Context: an optimization exercise on an open-source flow, tuned for small area. The choices shown serve that exercise and are no tape-out recipe. Power figures rest on the tool's default switching activity, not on a simulated workload.

==> inputs of job 3604 <==
## zr_microseq
module zr_microseq (
    input  wire        clk,
    input  wire        rst,       
    input  wire        tick,
    input  wire        en,        
    input  wire        halt,      
    input  wire        inv,       
    input  wire [39:0] pos,       
    input  wire [31:0] vel,       
    input  wire [15:0] v1,        
    input  wire [15:0] v2,
    input  wire [15:0] v3,
    input  wire [15:0] v4,
    output reg         done,
    output reg  [2:0]  band,
    output reg  [2:0]  tgt,
    output reg         pend,
    output reg  [9:0]  addr,
    output wire [11:0] mag_a,
    output wire        pol_a,
    output wire [11:0] mag_b,
    output wire        pol_b
);
export LEC_CHECK = 0
export ABC_AREA = 1
export CAP_MARGIN = 20
export CORE_MARGIN = 2
export CORE_UTILIZATION = 40
export CTS_BUF_LIST = sky130_fd_sc_hd__clkbuf_4 sky130_fd_sc_hd__clkbuf_8
export SLEW_MARGIN = 20
export SYNTH_MEMORY_MAX_BITS = 16384
create_clock -name core_clock -period 50.0 [get_ports {clk}]
run.sh (not shown) runs the stock make flow with config.mk's settings and CLKGATE_MAP_FILE= SYNTH_SCRIPT=/design/flow/synth_recipe.tcl, a recipe that flattens the netlist after the stock synthesis.
==> job 5866 (differences from job 3604) <==
==> flow/flow/run.sh (new file) <==
#!/bin/bash
# Standard layout, with the port buffers made from the smallest buffer cell.
set -euo pipefail
export BUFFER_PORTS_ARGS="-buffer_cell sky130_fd_sc_hd__buf_1"
bash standard.sh > standard_flow.log 2>&1
==> flow/standard.sh (new file) <==
#!/bin/bash
# synth_recipe.tcl (not shown) runs the flow's synth.tcl, then flattens the netlist and writes it again
# the make line also repeats each setting of config.mk as NAME=value (left out here)
make -C /OpenROAD-flow-scripts/flow DESIGN_CONFIG=/design/flow/config.mk WORK_HOME=/design/flow/orfs CLKGATE_MAP_FILE= SYNTH_SCRIPT=/design/flow/synth_recipe.tcl "${@:-finish}"
removed: flow/run.sh
==> job 8632 (differences from job 3604) <==
==> flow/flow/run.sh (new file) <==
#!/bin/bash
# The standard layout with three changes, none of which touches the registers:
#  1. after the standard synthesis, its combinational cells are mapped again by ABC with an
#     area script (flow/area.abc); the registers keep their cells and names;
#  2. each cell is then swapped for the smallest cell of its family (the clock period leaves
#     tens of ns of slack; repair_design still fixes slew and load after placement);
#  3. the port buffers are the smallest buffer cell.
set -euo pipefail
export BUFFER_PORTS_ARGS="-buffer_cell sky130_fd_sc_hd__buf_1"
PLAT=$FLOW_HOME/platforms/$FLOW_PLATFORM
LIB=$PLAT/lib/sky130_fd_sc_hd__tt_025C_1v80.lib
RES=orfs/results/$FLOW_PLATFORM/zr_microseq/base
YOSYS=${YOSYS_EXE:-$(command -v yosys || echo /OpenROAD-flow-scripts/tools/install/yosys/bin/yosys)}

bash standard.sh synth > standard_synth.log 2>&1
cp $RES/1_2_yosys.v standard_synth_netlist.v

python3 flow/cellmap.py $LIB cellmap.v > cellmap.log 2>&1
DU=$(python3 - "$PLAT/config.mk" <<'PY'
import re, sys
t = open(sys.argv[1]).read().replace('\\\n', ' ')
cells = []
for m in re.finditer(r'^export\s+DONT_USE_CELLS\s*\+?=\s*(.*)$', t, re.M):
    cells += m.group(1).split()
print(' '.join('-dont_use ' + c for c in cells))
PY
)
cat > resyn.ys <<EOY
read_liberty -lib $LIB
read_verilog standard_synth_netlist.v
hierarchy -top $FLOW_TOP
techmap -map cellmap.v
techmap
opt -purge
abc -liberty $LIB $DU -script flow/area.abc
opt_clean -purge
hilomap -singleton -hicell sky130_fd_sc_hd__conb_1 HI -locell sky130_fd_sc_hd__conb_1 LO
stat -liberty $LIB
check -assert -mapped
write_verilog -noattr -nohex -nodec resyn_netlist.v
EOY
$YOSYS -s resyn.ys > resyn.log 2>&1
python3 flow/downsize.py resyn_netlist.v $LIB $PLAT/config.mk > downsize.log 2>&1
cp resyn_netlist.v $RES/1_2_yosys.v
bash standard.sh > standard_flow.log 2>&1
==> flow/flow/area.abc (new file) <==
strash
&get -n
&deepsyn -T 60
&dch -f
&nf -a -F 5 -A 5
&put
==> flow/flow/cellmap.py (new file) <==
#!/usr/bin/env python3
"""Write a Yosys techmap file that replaces each combinational cell of a liberty file by
its logic function, so a mapped netlist can be mapped again. Cells with a ff, latch or
statetable group (the registers) are left out and stay as they are."""
import re, sys
lib = open(sys.argv[1]).read()

def block(text, start):
    depth, i = 1, start
    while depth:
        c = text[i]
        if c == '{':
            depth += 1
        elif c == '}':
            depth -= 1
        i += 1
    return text[start:i]

def conv(f):
    f = f.replace('!', '~').replace('+', '|').replace('*', '&')
    return re.sub(r'(\w|\))\s+(?=[\w~(])', r'\1 & ', f)

out = []
for m in re.finditer(r'\n\s*cell\s*\(\s*"?(\w+)"?\s*\)\s*\{', lib):
    name, body = m.group(1), block(lib, m.end())
    if re.search(r'\b(ff|latch|statetable)\s*\(', body):
        continue
    pins = []
    for pm in re.finditer(r'\n\s*pin\s*\(\s*"?(\w+)"?\s*\)\s*\{', body):
        pb = block(body, pm.end())
        d = re.search(r'direction\s*:\s*"?(\w+)"?', pb)
        f = re.search(r'function\s*:\s*"([^"]*)"', pb)
        pins.append((pm.group(1), d.group(1) if d else None, f.group(1) if f else None))
    outs = [p for p in pins if p[1] == 'output']
    ins = [p for p in pins if p[1] == 'input']
    if not outs or any(p[2] is None for p in outs):
        continue
    s = f"module {name}({', '.join(p[0] for p in ins + outs)});\n"
    s += ''.join(f"  input {p[0]};\n" for p in ins)
    s += ''.join(f"  output {p[0]};\n  assign {p[0]} = {conv(p[2])};\n" for p in outs)
    out.append(s + "endmodule\n")
open(sys.argv[2], 'w').write(''.join(out))
==> flow/flow/downsize.py (new file) <==
#!/usr/bin/env python3
"""Swap each standard cell in a Yosys netlist for the smallest-area cell of the same
family (same name up to the drive-strength suffix, hence the same pins and function)."""
import re, sys
netlist, lib, cfg = sys.argv[1], sys.argv[2], sys.argv[3]
# the platform's don't-use cells, from its config.mk
text = open(cfg).read().replace('\\\n', ' ')
dont_use = set()
for m in re.finditer(r'^export\s+DONT_USE_CELLS\s*\+?=\s*(.*)$', text, re.M):
    dont_use.update(m.group(1).split())
area, cur = {}, None
for line in open(lib):
    m = re.match(r'\s*cell\s*\(\s*"?(\w+)"?\s*\)', line)
    if m:
        cur = m.group(1)
    m = re.match(r'\s*area\s*:\s*([\d.]+)', line)
    if m and cur and cur not in area:
        area[cur] = float(m.group(1))
fam = {}
for c, a in area.items():
    m = re.match(r'(sky130_fd_sc_hd__\w+?)_(\d+)$', c)
    if m and c not in dont_use:
        fam.setdefault(m.group(1), []).append((a, c))
best = {}
for f, lst in fam.items():
    lst.sort()
    for a, c in lst:
        best[c] = lst[0][1] if lst[0][0] < a else c
src = open(netlist).read()
n = 0
def sub(m):
    global n
    c = m.group(2)
    b = best.get(c, c)
    if b != c:
        n += 1
    return m.group(1) + b + m.group(3)
src = re.sub(r'^(\s*)(sky130_fd_sc_hd__\w+)(\s)', sub, src, flags=re.M)
open(netlist, 'w').write(src)
print(f"downsized {n} cells")
==> flow/standard.sh (new file) <==
#!/bin/bash
# synth_recipe.tcl (not shown) runs the flow's synth.tcl, then flattens the netlist and writes it again
# the make line also repeats each setting of config.mk as NAME=value (left out here)
make -C /OpenROAD-flow-scripts/flow DESIGN_CONFIG=/design/flow/config.mk WORK_HOME=/design/flow/orfs CLKGATE_MAP_FILE= SYNTH_SCRIPT=/design/flow/synth_recipe.tcl "${@:-finish}"
Settings changed: CTS_BUF_LIST sky130_fd_sc_hd__clkbuf_4 sky130_fd_sc_hd__clkbuf_8 to sky130_fd_sc_hd__clkbuf_8.
removed: flow/run.sh
==> notes <==
Utilization, highest first: job 3604, job 8632, job 5866.
Sequential share of layout area, lowest first: job 3604, job 5866, job 8632.
Against job 3604, the clock skew of job 8632 is lower by 0.0034 ns.
In power, job 3604 and job 8632 hardly differ.
The highest combinational power belongs to job 3604, the lowest to job 5866.
The lowest clock power belongs to job 3604, the highest to job 8632.
The highest maximum frequency belongs to job 5866, the lowest to job 8632.
In job 8632 the non-clock buffer count is higher than in job 5866, by 15.
Function was not checked in any run of this note: the RTL went through the layout flow alone.

port drivers added, routing unchanged:
In the flow no input, the clock included, has a driving cell. The finished layouts below were timed again as built, in two steps.
Step 1 assumes that a clkbuf_16 drives the clock port and a buf_2 every other input.
Step 2, shift: input delay + t, output delay - t, t = (earliest + latest rising clock arrival at the registers) / 2. This alone moves slack from input paths to output paths.
Three values: no drivers, after step 1, after step 2; two values: the first two.
run | shift t [ns] | setup slack, ns | hold WS [ns] | worst setup path at the end | clock arrival spread, ns
job 3604 | 0.504 | 33.747 / 33.702 / 34.207 | 0.316 / 0.316 / 0.316 | register to output | 0.019 / 0.019
job 5866 | 0.489 | 34.442 / 34.395 / 34.704 | 0.323 / 0.323 / 0.323 | input to register | 0.011 / 0.011
job 8632 | 0.479 | 33.276 / 33.235 / 33.714 | 0.332 / 0.332 / 0.332 | register to output | 0.018 / 0.018
After both steps every run listed still meets setup and hold.
